What follows belongs to an exercise in optimizing a design on an open flow for small area, a short achievable clock period and few clock cycles per item; a production flow would make more cautious choices.
Only simulation tests tie the RTL to the original design; equivalence was not proved.

==> flow/design.v (outline; a module is shown in full before it is edited, if it fits) <==
// module tile_secded_dec: 230 lines
// module tile_verify: 152 lines
// module tile_crc_beat: 1586 lines
module tile_verify (
    input  wire         clk,
    input  wire         rst,           
    input  wire         in_valid,
    output reg          in_ready,
    input  wire [287:0] in_data,       
    input  wire [15:0]  in_tile,       
    input  wire [7:0]   in_owner,      
    input  wire [71:0]  in_side,       
    output reg          res_valid,
    output reg          res_pass,
    output reg  [2:0]   res_cause,     
    output reg  [5:0]   res_ce,        
    output reg          out_valid,
    output wire [255:0] out_data
);
  // ...
==> flow/run.sh <==
#!/bin/bash
# synth_recipe.tcl (not shown) runs the flow's synth.tcl, then flattens the netlist and writes it again
# the make line also repeats each setting of config.mk as NAME=value (left out here)
make -C /OpenROAD-flow-scripts/flow DESIGN_CONFIG=/design/flow/config.mk WORK_HOME=/design/flow/orfs CLKGATE_MAP_FILE= SYNTH_SCRIPT=/design/flow/synth_recipe.tcl finish
==> flow/config.mk <==
export PLATFORM = sky130hd
export DESIGN_NAME = tile_verify
export DESIGN_NICKNAME = tile_verify
export VERILOG_FILES = /design/flow/design.v
export SDC_FILE = /design/flow/constraint.sdc
export NUM_CORES = 4
export LEC_CHECK = 0
export CAP_MARGIN = 20
export CORE_MARGIN = 2
export CORE_UTILIZATION = 40
export SLEW_MARGIN = 20
==> flow/constraint.sdc <==
create_clock -name core_clock -period 50.0 [get_ports {clk}]
set_input_delay 10.0000 -clock core_clock [delete_from_list [all_inputs] [get_ports {clk}]]
set_output_delay 10.0000 -clock core_clock [all_outputs]
set_load 0.01 [all_outputs]
==> impl_metrics.csv, run 1 <==
group,metric,value,unit
setup_path,crit_buf_inv,0,
sta,worstMarginPinSlew,1.294,ns
finish,buffers,905,
finish,multi_input_area_share,0.3510,
yosys,synth_area_leaders,"dfxtp_1 53%, xnor3_1 14%, xnor2_1 13%",
setup_path,worstPathRequired,50.57,ns
yosys,async_flop_share,0,
drt,wl_per_cell,36.46,µm
finish,final_nets,7885,
yosys,synth.avg_cell_area,14.08,µm²
global_route,gr-usage-met1,0.4511,
drt,vias_per_cell,4.957,
sta,setup_viol,0,
yosys,yosys.area.top_type_share,0.5335,
drt,met1_length,172200,µm
global_route,gr-total-overflow,0,
drt,ant_nets,0,
run_status,outcome,"timing/DRC/antenna clean",
yosys,synthTopCellsByCount,"2442 x dfxtp_1, 1333 x xnor2_1, 581 x xnor3_1",
clock_tree,cts_tree,"built",
sta,hold_ws,0.2516,ns
clock_tree,htree_levels,4,
worst_hold_path,min_to,"ring[6][190]",
setup_path,critPathTopFamily,"XOR/XNOR gates",
yosys,syn_area,91630,µm²
setup_path,reg2regPathDepth,25,
setup_path,cp_num_cells,25,
finish,final_common_cell,"dfxtp_1",
finish,seq_cell_count,2556,
worst_hold_path,hold_path.class,"flip-flop to flip-flop",
Testbench counts, summed over its fixed seeds: cycles 4,161, tiles 512.
==> module tile_verify, before the edit <==
module tile_verify (
    input  wire         clk,
    input  wire         rst,           
    input  wire         in_valid,
    output reg          in_ready,
    input  wire [287:0] in_data,       
    input  wire [15:0]  in_tile,       
    input  wire [7:0]   in_owner,      
    input  wire [71:0]  in_side,       
    output reg          res_valid,
    output reg          res_pass,
    output reg  [2:0]   res_cause,     
    output reg  [5:0]   res_ce,        
    output reg          out_valid,
    output wire [255:0] out_data
);
    localparam [31:0] CRC32C_POLY = 32'h82F6_3B78;    
    localparam [2:0] C_NONE = 3'd0, C_CRC = 3'd1, C_UNSEALED = 3'd2,
                     C_OWNER = 3'd3, C_ECC = 3'd4;
    function [31:0] crc32c_byte(input [31:0] c_in, input [7:0] b);
        integer   k;
        reg [31:0] c;
        begin
            c = c_in;
            for (k = 0; k < 8; k = k + 1) begin
                if (c[0] ^ b[k]) c = (c >> 1) ^ CRC32C_POLY;
                else             c = c >> 1;
            end
            crc32c_byte = c;
        end
    endfunction
    reg  [287:0] in_q;
    reg  [15:0]  tile_in;
    reg  [7:0]   owner_in;
    reg  [71:0]  side_in;
    reg          v_in;            
    reg  [2:0]   ph;              
    reg  [2:0]   last;            
    wire accept = in_valid && in_ready && !rst;
    wire [2:0] nacc = (v_in ? ph : last) + 3'd1;
    wire       idle = (ph == 3'd7) && !v_in && (nacc == 3'd0) && !accept;
    always @(posedge clk) begin
        in_q     <= in_data;
        tile_in  <= in_tile;
        owner_in <= in_owner;
        side_in  <= in_side;
    end
    always @(posedge clk) begin
        if (rst) begin
            v_in     <= 1'b0;
            ph       <= 3'd7;
            last     <= 3'd7;
            in_ready <= 1'b1;
        end else begin
            v_in     <= accept;
            if (!idle) ph <= ph + 3'd1;
            if (v_in) last <= ph;
            in_ready <= accept || idle || (nacc == ph + 3'd2);
        end
    end
    wire [255:0] beat_data;
    wire [3:0]   beat_ce, beat_ue;
    genvar g;
    generate
        for (g = 0; g < 4; g = g + 1) begin : g_dec
            tile_secded_dec u_dec (
                .cw   (in_q[72*g +: 72]),
                .data (beat_data[64*g +: 64]),
                .ce   (beat_ce[g]),
                .ue   (beat_ue[g])
            );
        end
    endgenerate
    wire [63:0] side_word;
    wire        side_ce, side_ue;
    tile_secded_dec u_side (
        .cw   (side_in),
        .data (side_word),
        .ce   (side_ce),
        .ue   (side_ue)
    );
    reg [255:0] ring [0:7];
    integer r;
    always @(posedge clk) begin
        ring[0] <= v_in ? beat_data : ring[7];
        for (r = 1; r < 8; r = r + 1)
            ring[r] <= ring[r-1];
    end
    assign out_data = ring[7];
    reg [31:0]   crc;             
    wire [31:0] crc_start = (ph == 3'd0) ? 32'hFFFF_FFFF : crc;
    wire [31:0] crc_next;
    tile_crc_beat u_crc (.c(crc_start), .d(beat_data), .o(crc_next));
    reg          data_ue;
    reg [5:0]    ce_cnt;
    reg [15:0]   tile_q;
    reg [7:0]    owner_q;
    reg          side_sealed;
    reg [7:0]    side_owner;
    reg [31:0]   side_crc;
    wire first = (ph == 3'd0);
    wire [2:0] beat_ce_cnt = {2'b00, beat_ce[0]} + {2'b00, beat_ce[1]}
                           + {2'b00, beat_ce[2]} + {2'b00, beat_ce[3]};
    wire       ue_now   = (first ? 1'b0 : data_ue) | (|beat_ue);
    wire [5:0] ce_now   = (first ? {5'd0, side_ce} : ce_cnt) + {3'b000, beat_ce_cnt};
    always @(posedge clk) begin
        if (v_in) begin
            crc     <= crc_next;
            data_ue <= ue_now;
            ce_cnt  <= ce_now;
            if (first) begin
                tile_q  <= tile_in;
                owner_q <= owner_in;
                side_sealed <= side_ue ? 1'b0  : side_word[40];
                side_owner  <= side_ue ? 8'h00 : side_word[39:32];
                side_crc    <= side_ue ? 32'd0 : side_word[31:0];
            end
        end
    end
    reg [31:0] crc_final;
    always @* begin
        crc_final = crc_next;
        crc_final = crc32c_byte(crc_final, tile_q[7:0]);
        crc_final = crc32c_byte(crc_final, tile_q[15:8]);
        crc_final = crc32c_byte(crc_final, owner_q);
        crc_final = ~crc_final;
    end
    reg [2:0] cause;
    always @* begin
        if (ue_now)                     cause = C_ECC;
        else if (!side_sealed)          cause = C_UNSEALED;
        else if (side_owner != owner_q) cause = C_OWNER;
        else if (crc_final != side_crc) cause = C_CRC;
        else                            cause = C_NONE;
    end
    wire last_beat = v_in && (ph == 3'd7);
    always @(posedge clk) begin
        if (rst) begin
            res_valid <= 1'b0;
            out_valid <= 1'b0;
        end else begin
            res_valid <= last_beat;
            if (ph == 3'd7)
                out_valid <= last_beat && (cause == C_NONE);
        end
        if (last_beat) begin
            res_pass  <= (cause == C_NONE);
            res_cause <= cause;
            res_ce    <= ce_now;
        end
    end
endmodule
==> run 2, diff against run 1 <==
--- a/flow/design.v
+++ b/flow/design.v
@@ -247,18 +247,6 @@
     localparam [31:0] CRC32C_POLY = 32'h82F6_3B78;    
     localparam [2:0] C_NONE = 3'd0, C_CRC = 3'd1, C_UNSEALED = 3'd2,
                      C_OWNER = 3'd3, C_ECC = 3'd4;
-    function [31:0] crc32c_byte(input [31:0] c_in, input [7:0] b);
-        integer   k;
-        reg [31:0] c;
-        begin
-            c = c_in;
-            for (k = 0; k < 8; k = k + 1) begin
-                if (c[0] ^ b[k]) c = (c >> 1) ^ CRC32C_POLY;
-                else             c = c >> 1;
-            end
-            crc32c_byte = c;
-        end
-    endfunction
     reg  [287:0] in_q;
     reg  [15:0]  tile_in;
     reg  [7:0]   owner_in;
@@ -326,13 +314,34 @@
     reg [15:0]   tile_q;
     reg [7:0]    owner_q;
     reg          side_sealed;
-    reg [7:0]    side_owner;
-    reg [31:0]   side_crc;
+    reg          owner_ok;
+    reg [31:0]   crc_want;        
     wire first = (ph == 3'd0);
     wire [2:0] beat_ce_cnt = {2'b00, beat_ce[0]} + {2'b00, beat_ce[1]}
                            + {2'b00, beat_ce[2]} + {2'b00, beat_ce[3]};
     wire       ue_now   = (first ? 1'b0 : data_ue) | (|beat_ue);
     wire [5:0] ce_now   = (first ? {5'd0, side_ce} : ce_cnt) + {3'b000, beat_ce_cnt};
+    function [31:0] crc_unstep(input [31:0] c_in, input b);
+        reg [31:0] t;
+        begin
+            t = c_in[31] ? (c_in ^ CRC32C_POLY) : c_in;
+            crc_unstep = {t[30:0], c_in[31] ^ b};
+        end
+    endfunction
+    wire [23:0] msg = {owner_q, tile_q};
+    reg  [3:0]  msg4;
+    always @* begin
+        case (ph)
+            3'd1:    msg4 = msg[23:20];
+            3'd2:    msg4 = msg[19:16];
+            3'd3:    msg4 = msg[15:12];
+            3'd4:    msg4 = msg[11:8];
+            3'd5:    msg4 = msg[7:4];
+            default: msg4 = msg[3:0];
+        endcase
+    end
+    wire [31:0] want_back = crc_unstep(crc_unstep(crc_unstep(crc_unstep(
+                                crc_want, msg4[3]), msg4[2]), msg4[1]), msg4[0]);
     always @(posedge clk) begin
         if (v_in) begin
             crc     <= crc_next;
@@ -341,26 +350,20 @@
             if (first) begin
                 tile_q  <= tile_in;
                 owner_q <= owner_in;
-                side_sealed <= side_ue ? 1'b0  : side_word[40];
-                side_owner  <= side_ue ? 8'h00 : side_word[39:32];
-                side_crc    <= side_ue ? 32'd0 : side_word[31:0];
+                side_sealed <= side_ue ? 1'b0 : side_word[40];
+                owner_ok    <= (side_ue ? 8'h00 : side_word[39:32]) == owner_in;
+                crc_want    <= ~(side_ue ? 32'd0 : side_word[31:0]);
+            end else if (ph != 3'd7) begin
+                crc_want    <= want_back;
             end
         end
     end
-    reg [31:0] crc_final;
-    always @* begin
-        crc_final = crc_next;
-        crc_final = crc32c_byte(crc_final, tile_q[7:0]);
-        crc_final = crc32c_byte(crc_final, tile_q[15:8]);
-        crc_final = crc32c_byte(crc_final, owner_q);
-        crc_final = ~crc_final;
-    end
     reg [2:0] cause;
     always @* begin
         if (ue_now)                     cause = C_ECC;
         else if (!side_sealed)          cause = C_UNSEALED;
-        else if (side_owner != owner_q) cause = C_OWNER;
-        else if (crc_final != side_crc) cause = C_CRC;
+        else if (!owner_ok)             cause = C_OWNER;
+        else if (crc_next != crc_want)  cause = C_CRC;
         else                            cause = C_NONE;
     end
     wire last_beat = v_in && (ph == 3'd7);
==> flow/flow/run.sh (new file) <==
#!/bin/bash
# The standard layout, with the port buffers made of buf_2 cells instead of the
# delay buffers buffer_ports picks by itself. ORFS's step logs stay in orfs/logs/.
set -euo pipefail
bash standard.sh "BUFFER_PORTS_ARGS=-buffer_cell sky130_fd_sc_hd__buf_2" finish > standard.log 2>&1
==> flow/standard.sh (new file) <==
#!/bin/bash
# synth_recipe.tcl (not shown) runs the flow's synth.tcl, then flattens the netlist and writes it again
# the make line also repeats each setting of config.mk as NAME=value (left out here)
make -C /OpenROAD-flow-scripts/flow DESIGN_CONFIG=/design/flow/config.mk WORK_HOME=/design/flow/orfs CLKGATE_MAP_FILE= SYNTH_SCRIPT=/design/flow/synth_recipe.tcl "${@:-finish}"
removed: flow/run.sh
==> impl_metrics.csv, run 2 <==
group,metric,value,unit
finish,multiInputGateArea,37280,µm²
setup_path,critPathTopFamily,"flip-flops",
global_route,antenna_found_initial,33,
yosys,yosys.area.top_type_share,0.5471,
global_route,grt_max_degree,141,
sta,finalMaxSlewViolations,0,
worst_hold_path,hold_path.class,"flip-flop to flip-flop",
sta,min_period,11.45,ns
finish,final_common_cell,"dfxtp_1",
yosys,synth_cell_types,81,
floorplan,floorplan.initialDensity,0.4024,
drt,wl_per_cell,34.64,µm
finish,area_growth_syn_to_layout,18.72,%
yosys,ys_warn_count,2,
global_route,grt_pass1_wl,466800,µm
sta,hold_viol_final,0,
clock_tree,htree_levels,4,
sta,setup_slack,38.55,ns
clock_tree,cts_inserted_buffers,227,
finish,regArea,52100,µm²
finish,final_nets,7662,
drt,first_pass_iters,7,
setup_path,startpoint_type,"flip-flop",
place,pre_cts_slack,38.83,ns
place,dp_hpwl,295900,µm
floorplan,die_w,476.7,µm
yosys,synthTopCellsByCount,"2442 x dfxtp_1, 1183 x xnor2_1, 529 x xnor3_1",
clock_tree,path_clk_slew,0.07,ns
global_route,first_global_vias,49650,
setup_path,crit_buf_inv,1,
clock_tree,clock-sinks,2549,
yosys,synth_area_leaders,"dfxtp_1 55%, xnor3_1 13%, xnor2_1 12%",
setup_path,critical_path_class,"flip-flop to output port",
clock_tree,post_cts_buffers,0,
drt,wirelength,361400,µm
sta,post-route-period-util,0.2291,
flow_run,drv_cap,0,
setup_path,worstPathMaxFanout,2,
finish,drive_gt1_frac,0.2049,
drt,dr_total_vias,51260,
run_status,outcome,"timing/DRC/antenna clean",
yosys,synthFlopType,"dfxtp_1",
yosys,syn_area,89360,µm²
finish,largest-register,"ring",
clock_tree,insertion_delay,0.88,ns
finish,final_cell_mix,"2441 x dfxtp_1, 1122 x xnor2_1, 656 x buf_2",
clock_tree,cts.path.max_buffers,3,
setup_path,endpoint_kind,"output port",
drt,ant_nets,0,
sta,fmax,0.08732,GHz
yosys,synth_top_cell_by_area,"dfxtp_1",
yosys,synth.avg_cell_area,14.19,µm²
yosys,async_flop_share,0,
yosys,synthCells,6297,
floorplan,dieArea,227200,µm²
global_route,grtUsageTotal,0.3108,
sta,finalSetupTns,0,ns
yosys,ys_ff_latch,2549,
floorplan,rows,173,
yosys,synth_edf_count,107,
setup_path,worst_path_max_delay_cell,"dfxtp_1",
yosys,yosysSeqAreaShare,0.5830,
drt,drc,0,
sta,fin_skew,0.07933,ns
floorplan,core_area,222100,µm²
setup_path,worstPathRequired,40.00,ns
clock_tree,cts_tree,"built",
yosys,yosysMostFrequentCell,"dfxtp_1",
floorplan,fp.dieH,476.7,µm
sta,setup_viol,0,
setup_path,crit_chain,"buf_2",
place,place.gp.congestion,1.030,
clock_tree,clockRootBuffer,"clkbuf_16",
floorplan,io_pins,656,
sta,slew_headroom,0.1678,
global_route,gr-total-overflow,0,
place,port_buffers,655,
clock_tree,ctsHoldBuffers,0,
clock_tree,cts_resized,0,
setup_path,arrival,1.45,ns
drt,vias_per_cell,4.914,
finish,reg.largest.list,"ring (2048), in_q (288), side_in (72)",
setup_path,max_stage_delay,0.41,ns
finish,largest_reg_flops,2048,
yosys,synth_nets,6696,
drt,drt_iter0_markers,4665,
sta,rsz0062_at_grt,"no",
sta,worstMarginPinSlew,1.242,ns
finish,fill_cells,19500,
==> run 2: changes by cell type after synthesis, sizes merged, moves of 24 or more <==
cell   before   now
or3        52    13
xnor2    1381  1252
nor4       39    92
nor3      157    86
a22oi       0    32
o21ai      51    19
xnor3     595   542
a21oi     308   284
==> run 2: path summary, 6_finish.rpt <==
kind	cells after the start	slack, ns	endpoint	startpoint
max	1	38.55	out_data[86]	ring[7][86]
min	0	0.25	ring[2][9]	ring[1][9]
max reg2reg	21	40.04	out_valid	in_q[54]
min reg2reg	0	0.25	ring[2][9]	ring[1][9]
==> run 2: routing by layer <==
metal	global-route usage	wire, µm	up-vias
li1	-	-	22850
met2	0.4683	156700	2110
met3	0.05939	23010	537
met1	0.4326	162500	25720
met5	0	238	-
met4	0.1413	18950	34
==> run 2: area by class of cell <==
| cell class | count | share of cell area |
|---|---|---|
| Antenna cell | 8 | 0.0001887 |
| Clock inverter | 100 | 0.01205 |
| Timing Repair Buffer | 894 | 0.04798 |
| Multi-Input combinational cell | 3572 | 0.3514 |
| Sequential cell | 2549 | 0.4911 |
| Tap cell | 2975 | 0.03509 |
| Inverter | 19 | 0.0006722 |
| Clock buffer | 315 | 0.06153 |
==> run 2: stage by stage <==
| stage | std cells | cell area [µm²] | util | hold WS [ns] |
|---|---|---|---|---|
| final | 10430 | 106100 | 0.4777 | 0.2541 |
| after global placement | 10010 | 98190 | 0.4421 | 0.3095 |
| after floorplan | 6297 | 89360 | - | 0.3096 |
| after global routing | 10430 | 106100 | 0.4777 | 0.2476 |
| after detailed placement | 10010 | 98260 | 0.4424 | 0.3121 |
| after CTS | 10420 | 106100 | 0.4776 | 0.2404 |
==> run 2: cells by family (layout without fill, tap and decap cells) <==
group | Yosys count | after routing | synth area share
DFF | 2549 | 2549 | 0.5830
xor gates and xnor gates | 2309 | 2309 | 0.3284
and+or+nand+nor | 824 | 824 | 0.04846
AOI/OAI and AO/OA | 409 | 409 | 0.02704
buffers and inverters | 176 | 1328 | 0.008793
muxes | 18 | 18 | 0.002380
adders and majority gates | 12 | 12 | 0.001932
other | 0 | 8 | 0
Testbench counts of run 2, summed over its fixed seeds: cycles 4,161, tiles 512.
==> run 3, diff against run 2 <==
--- a/flow/config.mk
+++ b/flow/config.mk
@@ -8,4 +8,6 @@
 export CAP_MARGIN = 20
 export CORE_MARGIN = 2
 export CORE_UTILIZATION = 40
+export CTS_CLUSTER_DIAMETER = 100
+export CTS_CLUSTER_SIZE = 28
 export SLEW_MARGIN = 20
==> impl_metrics.csv, run 3 <==
group,metric,value,unit
clock_tree,post_cts_buffers,0,
setup_path,crit_chain,"buf_2",
yosys,synth_cell_types,81,
finish,drive_gt1_frac,0.1788,
setup_path,worstPathMaxFanout,2,
run_status,outcome,"timing/DRC/antenna clean",
floorplan,die_w,476.7,µm
setup_path,critical_path_class,"flip-flop to output port",
floorplan,io_pins,656,
global_route,antenna_found_initial,34,
finish,reg.largest.list,"ring (2048), in_q (288), side_in (72)",
finish,area_growth_syn_to_layout,13.42,%
floorplan,fp.dieH,476.7,µm
sta,rsz0062_at_grt,"no",
yosys,async_flop_share,0,
sta,fmax,0.08766,GHz
drt,vias_per_cell,4.942,
yosys,yosysSeqAreaShare,0.5830,
global_route,grt_pass1_wl,459800,µm
flow_run,drv_cap,0,
drt,first_pass_iters,5,
finish,largest-register,"ring",
finish,instances_no_fill,10150,
finish,final_nets,7542,
drt,wl_per_cell,35.21,µm
sta,post-route-period-util,0.2281,
sta,hold_viol_final,0,
yosys,synth_edf_count,107,
global_route,gr-total-overflow,0,
setup_path,endpoint_kind,"output port",
finish,final_common_cell,"dfxtp_1",
yosys,synth_nets,6696,
clock_tree,cts_inserted_buffers,107,
floorplan,rows,173,
place,place_area,98260,µm²
sta,finalMaxSlewViolations,0,
clock_tree,cts_tree,"built",
clock_tree,cts.path.max_buffers,3,
sta,finalSetupTns,0,ns
setup_path,arrival,1.41,ns
floorplan,floorplan.initialDensity,0.4024,
floorplan,core_area,222100,µm²
yosys,yosysMostFrequentCell,"dfxtp_1",
sta,setup_viol,0,
yosys,ys_ff_latch,2549,
setup_path,max_stage_delay,0.43,ns
clock_tree,cts_resized,0,
global_route,top_usage_layer,"met2",
yosys,syn_area,89360,µm²
setup_path,worst_path_max_delay_cell,"dfxtp_1",
worst_hold_path,hold_path.class,"flip-flop to flip-flop",
drt,drc,0,
yosys,synthCells,6297,
drt,wirelength,357500,µm
place,port_buffers,655,
sta,min_period,11.41,ns
global_route,grt_max_degree,141,
global_route,grt.met3_usage,0.05447,
setup_path,crit_buf_inv,1,
floorplan,dieArea,227200,µm²
yosys,synthFlopType,"dfxtp_1",
global_route,first_global_vias,48140,
sta,fin_skew,0.06049,ns
finish,final_cell_mix,"2441 x dfxtp_1, 1122 x xnor2_1, 656 x buf_2",
yosys,synthTopCellsByCount,"2442 x dfxtp_1, 1183 x xnor2_1, 529 x xnor3_1",
yosys,synth.avg_cell_area,14.19,µm²
setup_path,worstPathRequired,40.00,ns
drt,ant_nets,0,
yosys,ys_warn_count,2,
setup_path,startpoint_type,"flip-flop",
global_route,grtUsageMet2,0.4653,
clock_tree,clockRootBuffer,"clkbuf_16",
clock_tree,path_clk_slew,0.10,ns
sta,slew_headroom,0.1669,
yosys,yosys.area.top_type_share,0.5471,
drt,drt_iter0_markers,4818,
clock_tree,clock-sinks,2549,
place,dp_hpwl,295900,µm
yosys,synth_area_leaders,"dfxtp_1 55%, xnor3_1 13%, xnor2_1 12%",
clock_tree,htree_levels,3,
setup_path,critPathTopFamily,"flip-flops",
finish,fill_cells,19960,
global_route,gr-usage-met1,0.4320,
global_route,grtUsageTotal,0.3068,
clock_tree,ctsHoldBuffers,0,
finish,postLayoutCellArea,101400,µm²
clock_tree,insertion_delay,0.82,ns
drt,dr_total_vias,50170,
finish,largest_reg_flops,2048,
place,place.gp.congestion,1.030,
yosys,synth_top_cell_by_area,"dfxtp_1",
place,dp_cells,10010,
sta,worstMarginPinSlew,1.241,ns
run 3: cell counts after synthesis:
Identical to the previous run, type by type.
run 3: layout make-up:
| cell class | count | area (µm²) | area share |
|---|---|---|---|
| flip-flops and latches | 2549 | 52100 | 0.5141 |
| multi-input cells | 3572 | 37280 | 0.3678 |
| repair buffers | 894 | 5090 | 0.05022 |
| well taps | 2975 | 3722 | 0.03672 |
| clock buffers | 114 | 2735 | 0.02699 |
| clock inverters | 18 | 330.3 | 0.003259 |
| inverters | 19 | 71.32 | 0.0007036 |
| diodes | 11 | 27.53 | 0.0002716 |
run 3: worst register-to-register path, cell delays in order, from the launching register on:
cell,delay [ns]
dfxtp_1,0.54
xnor3_1,0.49
xnor2_1,0.39
xnor3_1,0.54
xnor2_1,0.23
xnor3_2,0.45
buf_4,0.33
nor4_1,0.42
xnor2_1,0.22
buf_4,0.37
xnor3_1,0.63
xor2_1,0.37
buf_4,0.27
xnor3_1,0.63
xnor2_1,0.99
xnor3_1,0.57
xnor3_1,0.41
xnor2_1,0.60
xor2_1,0.13
nor4_1,0.24
nand4_1,0.35
or4_1,0.60
a21oi_1,0.13
run 3: kinds of logic (layout without fill, tap and decap cells):
kind of cell / after synthesis / in the layout / share of synthesized area
flip-flops: 2549 / 2549 / 0.5830
buffers and inverters: 176 / 1045 / 0.008793
XOR/XNOR: 2309 / 2309 / 0.3284
AND/OR/NAND/NOR: 824 / 824 / 0.04846
multiplexers: 18 / 18 / 0.002380
AO/OA/AOI/OAI: 409 / 409 / 0.02704
adder cells (fa/ha/maj): 12 / 12 / 0.001932
other: 0 / 11 / 0
run 3: worst paths after layout:
| check | endpoint | start | cells past startpoint | slack, ns |
|---|---|---|---|---|
| worst min register to register | ring[3][23] | ring[2][23] | 0 | 0.30 |
| worst max-delay path | out_data[86] | ring[7][86] | 1 | 38.59 |
| worst min-delay path | ring[3][23] | ring[2][23] | 0 | 0.30 |
| worst max register to register | out_valid | in_q[249] | 22 | 40.05 |
run 3: metal layers:
| layer | vias up | share of wire |
|---|---|---|
| met5 | - | 0.00064 |
| met4 | 32 | 0.049 |
| met3 | 454 | 0.064 |
| met2 | 1986 | 0.44 |
| met1 | 25230 | 0.45 |
| li1 | 22470 | - |
run 3: stage by stage:
stage	hold WS (ns)	worst slack, ns	util
final	0.3040	38.59	0.4564
after global routing	0.3136	38.55	0.4563
after CTS	0.2878	38.54	0.4562
after detailed placement	0.3121	38.83	0.4424
after global placement	0.3095	38.81	0.4421
after floorplan	0.3096	38.97	-
==> run 4, diff against run 3 <==
==> flow/flow/run.sh (replaced) <==
#!/bin/bash
# The standard layout, with the port buffers made of buf_2 cells instead of the
# delay buffers buffer_ports picks by itself. ORFS's step logs stay in orfs/logs/.
set -euo pipefail
bash standard.sh "BUFFER_PORTS_ARGS=-buffer_cell sky130_fd_sc_hd__buf_2" SETUP_SLACK_MARGIN=38.8 finish > standard.log 2>&1
--- a/flow/config.mk
+++ b/flow/config.mk
@@ -8,6 +8,4 @@
 export CAP_MARGIN = 20
 export CORE_MARGIN = 2
 export CORE_UTILIZATION = 40
-export CTS_CLUSTER_DIAMETER = 100
-export CTS_CLUSTER_SIZE = 28
 export SLEW_MARGIN = 20
==> impl_metrics.csv, run 4 <==
group,metric,value,unit
run_status,outcome,"timing/DRC/antenna clean",
global_route,first_global_vias,50380,
floorplan,fp.dieH,476.7,µm
clock_tree,htree_levels,4,
sta,hold_viol_final,0,
sta,worstMarginPinSlew,1.275,ns
global_route,grt_pass1_wl,470200,µm
place,port_buffers,655,
finish,regArea,52440,µm²
yosys,synthCells,6297,
drt,dr_total_vias,51730,
finish,reg.largest.list,"ring (2048), in_q (288), side_in (72)",
place,dp_hpwl,295900,µm
drt,ant_nets,0,
yosys,ys_ff_latch,2549,
clock_tree,insertion_delay,0.88,ns
finish,final_nets,7759,
drt,vias_per_cell,4.910,
clock_tree,clock-sinks,2549,
yosys,synthFlopType,"dfxtp_1",
yosys,yosysMostFrequentCell,"dfxtp_1",
yosys,synth_cell_types,81,
global_route,gr-total-overflow,0,
drt,wirelength,363800,µm
global_route,grtUsageTotal,0.3126,
floorplan,core_area,222100,µm²
sta,fmax,0.08760,GHz
floorplan,rows,173,
yosys,syn_area,89360,µm²
sta,fin_skew,0.07690,ns
drt,drt_iter0_markers,4560,
setup_path,cp_num_cells,1,
setup_path,startpoint_type,"flip-flop",
clock_tree,cts_tree,"built",
clock_tree,cts_inserted_buffers,227,
flow_run,drv_cap,0,
setup_path,critPathTopFamily,"flip-flops",
drt,drc,0,
setup_path,worstPathMaxFanout,1,
sta,slew_headroom,0.1468,
finish,final_common_cell,"dfxtp_1",
sta,post-route-period-util,0.2283,
sta,finalMaxSlewViolations,0,
finish,drive_gt1_frac,0.2494,
setup_path,worst_path_max_delay_cell,"edfxtp_1",
sta,setup_viol,0,
clock_tree,ctsHoldBuffers,0,
floorplan,die_w,476.7,µm
yosys,synth_nets,6696,
place,place.gp.congestion,1.030,
sta,hold_ws,0.2562,ns
yosys,synth.avg_cell_area,14.19,µm²
yosys,synth_top_cell_by_area,"dfxtp_1",
finish,fin_util,0.4898,
worst_hold_path,hold_path.class,"flip-flop to flip-flop",
yosys,synthTopCellsByCount,"2442 x dfxtp_1, 1183 x xnor2_1, 529 x xnor3_1",
setup_path,arrival,1.42,ns
worst_hold_path,hold_depth,0,
finish,multiInputGateArea,37280,µm²
sta,finalSetupTns,0,ns
setup_path,crit_chain,"buf_2",
yosys,synth_area_leaders,"dfxtp_1 55%, xnor3_1 13%, xnor2_1 12%",
setup_path,max_stage_delay,0.38,ns
yosys,synth_edf_count,107,
finish,instances_no_fill,10530,
drt,wl_per_cell,34.54,µm
finish,area_growth_syn_to_layout,21.73,%
setup_path,critical_path_class,"flip-flop to output port",
sta,rsz0062_at_grt,"yes",
yosys,ys_warn_count,2,
global_route,antenna_found_initial,33,
drt,first_pass_iters,7,
setup_path,endpoint_kind,"output port",
place,dp_cells,10010,
floorplan,floorplan.initialDensity,0.4024,
clock_tree,path_clk_slew,0.07,ns
finish,largest-register,"ring",
yosys,yosys.area.top_type_share,0.5471,
clock_tree,clockRootBuffer,"clkbuf_16",
sta,min_period,11.42,ns
finish,fill_cells,19080,
setup_path,crit_buf_inv,1,
floorplan,io_pins,656,
floorplan,dieArea,227200,µm²
setup_path,reg2regPathDepth,21,
setup_path,worstPathRequired,40.00,ns
global_route,grt_max_degree,141,
clock_tree,cts.path.max_buffers,3,
finish,largest_reg_flops,2048,
finish,final_cell_mix,"2182 x dfxtp_1, 1122 x xnor2_1, 529 x xnor3_1",
yosys,async_flop_share,0,
yosys,yosysSeqAreaShare,0.5830,
-- run 4: cell counts after synthesis --
Identical to the previous run, type by type.
-- run 4: routing by layer --
metal / up-vias / track usage / share of wire
met1: 25970 / 0.4311 / 0.45
met4: 34 / 0.1421 / 0.052
li1: 23050 / - / -
met3: 550 / 0.06282 / 0.066
met5: - / 0 / 0.00063
met2: 2123 / 0.4733 / 0.44
-- run 4: area by class of cell --
class | instances | area share
sequential | 2549 | 0.4820
timing repair buffer | 991 | 0.06838
inverter | 19 | 0.0006556
antenna | 13 | 0.0002990
tap | 2975 | 0.03422
clock inverter | 100 | 0.01175
clock buffer | 315 | 0.06000
multi-input combinational | 3572 | 0.3427
-- run 4: what timing repair did --
item	in CTS	in global routing
hold endpoints to repair	0	0
pin swaps	0	0
setup buffers	72	25
gates resized for setup	542	5
setup endpoints to repair	269	269
-- run 4: per-stage QoR --
| step | area (µm²) | worst slack (ns) |
|---|---|---|
| after floorplan | 89360 | 38.97 |
| after global placement | 98190 | 38.81 |
| after detailed placement | 98260 | 38.83 |
| after CTS | 108500 | 38.52 |
| after global routing | 108800 | 38.51 |
| final | 108800 | 38.58 |
-- run 4: worst paths after layout --
path / start / end / slack [ns]
worst min-delay path: ring[1][9] / ring[2][9] / 0.26
worst max-delay path: res_cause[2] / res_cause[2] / 38.58
worst min register to register: ring[1][9] / ring[2][9] / 0.26
worst max register to register: in_q[54] / out_valid / 40.03
-- run 4: cells by family after synthesis --
logic type | after synthesis | share of synthesized area
xor+xnor | 2309 | 0.3284
mux | 18 | 0.002380
simple gates | 824 | 0.04846
buf+inv | 176 | 0.008793
compound gates | 409 | 0.02704
fa+ha+maj | 12 | 0.001932
flops | 2549 | 0.5830
==> run 5, diff against run 4 <==
==> flow/run.sh (new file) <==
#!/bin/bash
# synth_recipe.tcl (not shown) runs the flow's synth.tcl, then flattens the netlist and writes it again
# the make line also repeats each setting of config.mk as NAME=value (left out here)
make -C /OpenROAD-flow-scripts/flow DESIGN_CONFIG=/design/flow/config.mk WORK_HOME=/design/flow/orfs CLKGATE_MAP_FILE= SYNTH_SCRIPT=/design/flow/synth_recipe.tcl finish
removed: flow/flow/run.sh
removed: flow/standard.sh
==> impl_metrics.csv, run 5 <==
group,metric,value,unit
setup_path,endpoint_kind,"output port",
drt,dr_total_vias,51370,
drt,ant_nets,0,
floorplan,die_w,476.7,µm
setup_path,reg2reg_slack,39.87,ns
finish,final_cell_mix,"2441 x dfxtp_1, 1124 x xnor2_1, 655 x clkdlybuf4s50_1",
place,place.gp.congestion,1.051,
yosys,syn_area,89360,µm²
finish,largest-register,"ring",
flow_run,drv_cap,0,
yosys,synth_top_cell_by_area,"dfxtp_1",
place,dp_cells,10020,
finish,fin_util,0.4941,
worst_hold_path,hold_path.class,"flip-flop to flip-flop",
floorplan,io_pins,656,
global_route,first_global_vias,50650,
clock_tree,clockRootBuffer,"clkbuf_16",
sta,finalSetupTns,0,ns
sta,slew_headroom,0.1404,
setup_path,critical_path_class,"flip-flop to output port",
floorplan,dieArea,227200,µm²
clock_tree,insertion_delay,0.88,ns
drt,first_pass_iters,5,
finish,postLayoutCellArea,109700,µm²
finish,largest_reg_flops,2048,
sta,finalMaxSlewViolations,0,
place,port_buffers,655,
setup_path,rr_startpoint,"in_q[249]",
clock_tree,cts_tree,"built",
yosys,synth_area_leaders,"dfxtp_1 55%, xnor3_1 13%, xnor2_1 12%",
worst_hold_path,hold_depth,0,
finish,regArea,52100,µm²
yosys,yosysSeqAreaShare,0.5830,
yosys,ys_ff_latch,2549,
finish,drive_gt1_frac,0.1199,
worst_hold_path,min_to,"ring[5][148]",
yosys,async_flop_share,0,
clock_tree,cts_resized,0,
finish,fill_cells,19230,
sta,min_period,11.87,ns
floorplan,core_area,222100,µm²
setup_path,worst_path_max_delay_cell,"clkdlybuf4s50_1",
sta,fmax,0.08425,GHz
place,dp_hpwl,296300,µm
yosys,synth.avg_cell_area,14.19,µm²
yosys,synthCells,6297,
run_status,outcome,"timing/DRC/antenna clean",
worst_hold_path,hold_start,"ring[4][148]",
yosys,yosysMostFrequentCell,"dfxtp_1",
clock_tree,cts.path.max_buffers,3,
setup_path,crit_buf_inv,1,
sta,setup_viol,0,
clock_tree,clock-sinks,2549,
global_route,antenna_found_initial,29,
yosys,synth_edf_count,107,
place,place_area,101700,µm²
sta,post-route-period-util,0.2374,
yosys,ys_warn_count,2,
sta,fin_skew,0.08661,ns
drt,drc,0,
yosys,synthTopCellsByCount,"2442 x dfxtp_1, 1183 x xnor2_1, 529 x xnor3_1",
yosys,synth_nets,6696,
setup_path,arrival,1.87,ns
floorplan,rows,173,
setup_path,startpoint_type,"flip-flop",
drt,wirelength,362400,µm
global_route,grt_max_degree,94,
finish,instances_no_fill,10460,
setup_path,critPathTopFamily,"buffers and inverters",
sta,hold_viol_final,0,
finish,area_growth_syn_to_layout,22.78,%
drt,wl_per_cell,34.65,µm
finish,multiInputGateArea,37300,µm²
yosys,synthFlopType,"dfxtp_1",
global_route,grt_pass1_wl,471100,µm
clock_tree,htree_levels,4,
drt,drt_iter0_markers,4940,
finish,reg.largest.list,"ring (2048), in_q (288), side_in (72)",
clock_tree,path_clk_slew,0.06,ns
setup_path,worstPathMaxFanout,2,
clock_tree,ctsHoldBuffers,0,
sta,worstMarginPinSlew,1.280,ns
finish,final_nets,7676,
setup_path,reg2regPathDepth,20,
setup_path,crit_chain,"clkdlybuf4s50_1",
setup_path,worstPathRequired,40.00,ns
global_route,gr-total-overflow,0,
sta,rsz0062_at_grt,"no",
drt,vias_per_cell,4.912,
yosys,synth_cell_types,81,
setup_path,r2r-end,"out_valid",
finish,final_common_cell,"dfxtp_1",
global_route,grtUsageTotal,0.3127,
floorplan,fp.dieH,476.7,µm
clock_tree,post_cts_buffers,0,
clock_tree,cts_inserted_buffers,227,
setup_path,max_stage_delay,0.62,ns
yosys,yosys.area.top_type_share,0.5471,
floorplan,floorplan.initialDensity,0.4024,
run 5: worst max-delay path by stage:
stage	cells after the start	from	end	slack (ns)
finish	1	ring[7][55]	out_data[55]	38.13
detailed placement	5	rst	ph[2]	38.30
global route	1	ring[7][65]	out_data[65]	38.07
global placement	5	rst	ph[2]	38.20
CTS	1	ring[7][55]	out_data[55]	38.08
floorplan	5	rst	ph[2]	38.97
run 5: final cells by class:
type,count,area share
Sequential cell,2549,0.4749
Multi-Input combinational cell,3572,0.3400
Clock inverter,108,0.01367
Antenna cell,10,0.0002281
Clock buffer,317,0.05953
Inverter,19,0.0006500
Tap cell,2975,0.03393
Timing Repair Buffer,908,0.07713
run 5: routing by layer:
layer	track usage	share of wire	up-vias
li1	-	-	22900
met4	0.1321	0.048	28
met3	0.05978	0.063	508
met5	0	0.0011	-
met1	0.4334	0.45	25810
met2	0.4781	0.44	2133
run 5: cells by family after synthesis:
logic type,count (synthesis),share of synthesized area
AND/OR/NAND/NOR,824,0.04846
buffers and inverters,176,0.008793
adder cells (fa/ha/maj),12,0.001932
AO/OA/AOI/OAI,409,0.02704
XOR/XNOR,2309,0.3284
flip-flops,2549,0.5830
multiplexers,18,0.002380
run 5: metrics by stage:
| stage | setup WS [ns] | hold slack (ns) |
|---|---|---|
| 6_report | 38.13 | 0.2735 |
| 5_1_grt | 38.07 | 0.2594 |
| 2_1_floorplan | 38.97 | 0.3096 |
| 3_5_place_dp | 38.30 | 0.3121 |
| 3_3_place_gp | 38.20 | 0.3096 |
| 4_1_cts | 38.08 | 0.2735 |
==> run 6, diff against run 5 <==
--- a/flow/design.v
+++ b/flow/design.v
@@ -248,8 +248,6 @@
     localparam [2:0] C_NONE = 3'd0, C_CRC = 3'd1, C_UNSEALED = 3'd2,
                      C_OWNER = 3'd3, C_ECC = 3'd4;
     reg  [287:0] in_q;
-    reg  [15:0]  tile_in;
-    reg  [7:0]   owner_in;
     reg  [71:0]  side_in;
     reg          v_in;            
     reg  [2:0]   ph;              
@@ -259,10 +257,16 @@
     wire       idle = (ph == 3'd7) && !v_in && (nacc == 3'd0) && !accept;
     always @(posedge clk) begin
         in_q     <= in_data;
-        tile_in  <= in_tile;
-        owner_in <= in_owner;
         side_in  <= in_side;
     end
+    reg  [15:0]  tile_q;
+    reg  [7:0]   owner_q;
+    always @(posedge clk) begin
+        if (accept && nacc == 3'd0) begin
+            tile_q  <= in_tile;
+            owner_q <= in_owner;
+        end
+    end
     always @(posedge clk) begin
         if (rst) begin
             v_in     <= 1'b0;
@@ -311,8 +315,6 @@
     tile_crc_beat u_crc (.c(crc_start), .d(beat_data), .o(crc_next));
     reg          data_ue;
     reg [5:0]    ce_cnt;
-    reg [15:0]   tile_q;
-    reg [7:0]    owner_q;
     reg          side_sealed;
     reg          owner_ok;
     reg [31:0]   crc_want;        
@@ -348,10 +350,8 @@
             data_ue <= ue_now;
             ce_cnt  <= ce_now;
             if (first) begin
-                tile_q  <= tile_in;
-                owner_q <= owner_in;
                 side_sealed <= side_ue ? 1'b0 : side_word[40];
-                owner_ok    <= (side_ue ? 8'h00 : side_word[39:32]) == owner_in;
+                owner_ok    <= (side_ue ? 8'h00 : side_word[39:32]) == owner_q;
                 crc_want    <= ~(side_ue ? 32'd0 : side_word[31:0]);
             end else if (ph != 3'd7) begin
                 crc_want    <= want_back;
==> flow/flow/run.sh (new file) <==
#!/bin/bash
# The standard layout, with the port buffers made of buf_2 cells instead of the
# delay buffers buffer_ports picks by itself. ORFS's step logs stay in orfs/logs/.
set -euo pipefail
bash standard.sh "BUFFER_PORTS_ARGS=-buffer_cell sky130_fd_sc_hd__buf_2" finish > standard.log 2>&1
==> flow/standard.sh (new file) <==
#!/bin/bash
# synth_recipe.tcl (not shown) runs the flow's synth.tcl, then flattens the netlist and writes it again
# the make line also repeats each setting of config.mk as NAME=value (left out here)
make -C /OpenROAD-flow-scripts/flow DESIGN_CONFIG=/design/flow/config.mk WORK_HOME=/design/flow/orfs CLKGATE_MAP_FILE= SYNTH_SCRIPT=/design/flow/synth_recipe.tcl "${@:-finish}"
--- a/flow/config.mk
+++ b/flow/config.mk
@@ -8,4 +8,6 @@
 export CAP_MARGIN = 20
 export CORE_MARGIN = 2
 export CORE_UTILIZATION = 40
+export CTS_CLUSTER_DIAMETER = 100
+export CTS_CLUSTER_SIZE = 28
 export SLEW_MARGIN = 20
removed: flow/run.sh
==> impl_metrics.csv, run 6 <==
group,metric,value,unit
place,place.gp.congestion,1.040,
setup_path,reg2reg_slack,39.67,ns
drt,vias_per_cell,4.912,
setup_path,critPathTopFamily,"flip-flops",
clock_tree,ctsHoldBuffers,0,
clock_tree,cts.path.max_buffers,3,
finish,postLayoutCellArea,100300,µm²
run_status,outcome,"timing/DRC/antenna clean",
yosys,synthCells,6358,
yosys,yosysMostFrequentCell,"dfxtp_1",
yosys,synth_cell_types,87,
clock_tree,clockRootBuffer,"clkbuf_16",
finish,final_nets,7588,
finish,reg.largest.list,"ring (2048), in_q (288), side_in (72)",
finish,largest-register,"ring",
floorplan,dieArea,224900,µm²
drt,drt_iter0_markers,5161,
yosys,synthFlopType,"dfxtp_1",
global_route,antenna_found_initial,31,
clock_tree,path_clk_slew,0.10,ns
sta,hold_viol_final,0,
yosys,async_flop_share,0,
sta,finalMaxSlewViolations,0,
sta,fmax,0.08742,GHz
drt,first_pass_iters,5,
worst_hold_path,min_to,"ring[2][1]",
sta,min_period,11.44,ns
sta,fin_skew,0.06177,ns
place,dp_hpwl,296500,µm
yosys,synth_area_leaders,"dfxtp_1 55%, xnor3_1 13%, xnor2_1 12%",
yosys,syn_area,88430,µm²
sta,slew_headroom,0.1007,
finish,instances_no_fill,10180,
clock_tree,cts_inserted_buffers,106,
global_route,grt_max_degree,92,
finish,regArea,51620,µm²
sta,setup_viol,0,
clock_tree,htree_levels,3,
finish,final_cell_mix,"2417 x dfxtp_1, 1186 x xnor2_1, 655 x buf_2",
finish,fill_cells,19820,
worst_hold_path,hold_depth,0,
global_route,gr-total-overflow,0,
floorplan,rows,172,
setup_path,crit_buf_inv,1,
setup_path,startpoint_type,"flip-flop",
flow_run,drv_cap,0,
yosys,yosys.area.top_type_share,0.5474,
setup_path,reg2regPathDepth,21,
floorplan,floorplan.initialDensity,0.4025,
place,place_area,97120,µm²
clock_tree,cts_resized,0,
setup_path,r2r-end,"res_cause[0]",
global_route,grt_pass1_wl,458500,µm
sta,worstMarginPinSlew,1.339,ns
drt,wl_per_cell,34.99,µm
drt,drc,0,
sta,post-route-period-util,0.2288,
global_route,grtUsageTotal,0.3116,
clock_tree,post_cts_buffers,0,
yosys,synth_nets,6757,
drt,dr_total_vias,50000,
drt,wirelength,356200,µm
setup_path,max_stage_delay,0.46,ns
yosys,synth.avg_cell_area,13.91,µm²
place,port_buffers,655,
clock_tree,cts_tree,"built",
setup_path,endpoint_kind,"output port",
yosys,ys_ff_latch,2525,
setup_path,arrival,1.44,ns
finish,multiInputGateArea,36740,µm²
yosys,synth_edf_count,107,
place,dp_cells,10040,
clock_tree,insertion_delay,0.83,ns
sta,rsz0062_at_grt,"no",
floorplan,io_pins,656,
finish,drive_gt1_frac,0.1707,
setup_path,crit_chain,"buf_2",
yosys,ys_warn_count,2,
setup_path,worst_path_max_delay_cell,"dfxtp_1",
sta,finalSetupTns,0,ns
worst_hold_path,hold_start,"ring[1][1]",
clock_tree,clock-sinks,2525,
finish,largest_reg_flops,2048,
worst_hold_path,hold_path.class,"flip-flop to flip-flop",
finish,final_common_cell,"dfxtp_1",
setup_path,critical_path_class,"flip-flop to output port",
setup_path,rr_startpoint,"in_q[44]",
yosys,yosysSeqAreaShare,0.5837,
setup_path,worstPathRequired,40.00,ns
floorplan,fp.dieH,474.2,µm
finish,fin_util,0.4564,
yosys,synthTopCellsByCount,"2418 x dfxtp_1, 1239 x xnor2_1, 507 x xor2_1",
setup_path,worstPathMaxFanout,2,
floorplan,core_area,219700,µm²
floorplan,die_w,474.2,µm
finish,area_growth_syn_to_layout,13.40,%
drt,ant_nets,0,
yosys,synth_top_cell_by_area,"dfxtp_1",
global_route,first_global_vias,48280,
## run 6: worst max path at each step
| stage | from | end | slack, ns | depth (start not counted) |
|---|---|---|---|---|
| floorplan | rst | owner_q[0] | 38.67 | 3 |
| global placement | rst | owner_q[0] | 38.47 | 3 |
| detailed placement | rst | owner_q[0] | 38.43 | 3 |
| CTS | ring[7][96] | out_data[96] | 38.51 | 1 |
| global route | ring[7][56] | out_data[56] | 38.53 | 1 |
| finish | ring[7][96] | out_data[96] | 38.56 | 1 |
## run 6: stage by stage
step	hold slack, ns	setup slack (ns)
6_report	0.2861	38.56
5_1_grt	0.2856	38.53
4_1_cts	0.2785	38.51
3_5_place_dp	0.3121	38.43
3_3_place_gp	0.3095	38.47
2_1_floorplan	0.3096	38.67
## run 6: area by class of cell
type,count,share of cell area
antenna,12,0.0002995
clock buffer,110,0.02681
clock inverter,19,0.004005
inverter,21,0.0007861
multi-input combinational,3652,0.3664
sequential,2525,0.5148
tap,2958,0.03691
timing repair buffer,883,0.05003
## run 6: cells by family (layout without fill, tap and decap cells)
family | count (synthesis) | in the layout | synth area share
AO/OA/AOI/OAI | 406 | 406 | 0.02724
XOR/XNOR | 2378 | 2378 | 0.3308
other | 0 | 12 | 0
buffers and inverters | 181 | 1033 | 0.009168
adder cells (fa/ha/maj) | 12 | 12 | 0.001953
multiplexers | 11 | 11 | 0.001358
flip-flops | 2525 | 2525 | 0.5837
AND/OR/NAND/NOR | 845 | 845 | 0.04576
## run 6: per-layer routing
layer,GRT usage,part of all wire,up-vias
met3,0.04873,0.066,422
li1,-,-,22310
met5,0,0.00048,-
met1,0.4461,0.46,25190
met2,0.4667,0.43,2059
met4,0.1326,0.048,28
Testbench counts of run 6, summed over its fixed seeds: cycles 4,161, tiles 512.

re-timing with driven ports:
How much do the figures lean on ideal ports? The routed layouts below were timed once more, with nothing changed but the port constraints.
Step 1 sets driving cells, clkbuf_16 on the clock port and buf_2 on the other inputs (assumed; they add their load-dependent delay and slew).
Step 2 also shifts input and output timing later by t, the mid clock arrival at the registers, as if the neighbouring blocks saw the same clock.
Slacks: ideal / step 1 / step 2; pairs: ideal / step 1.
| run | shift t [ns] | setup WS [ns] | worst hold slack (ns) |
|---|---|---|---|
| run 1 | 0.948 | 37.251 / 37.251 / 37.251 | 0.252 / 0.252 / 0.252 |
| run 2 | 0.938 | 38.547 / 38.449 / 38.843 | 0.254 / 0.254 / 0.254 |
| run 3 | 0.885 | 38.593 / 38.499 / 38.855 | 0.304 / 0.304 / 0.304 |
| run 4 | 0.940 | 38.585 / 38.485 / 38.839 | 0.256 / 0.256 / 0.256 |
| run 5 | 0.933 | 38.131 / 38.041 / 38.339 | 0.273 / 0.273 / 0.273 |
| run 6 | 0.879 | 38.561 / 38.470 / 38.451 | 0.286 / 0.286 / 0.286 |
After both steps every run listed still meets setup and hold. For run 6, which loses most, drivers alone change the setup slack by -0.091 ns; drivers and shift together by -0.110 ns.
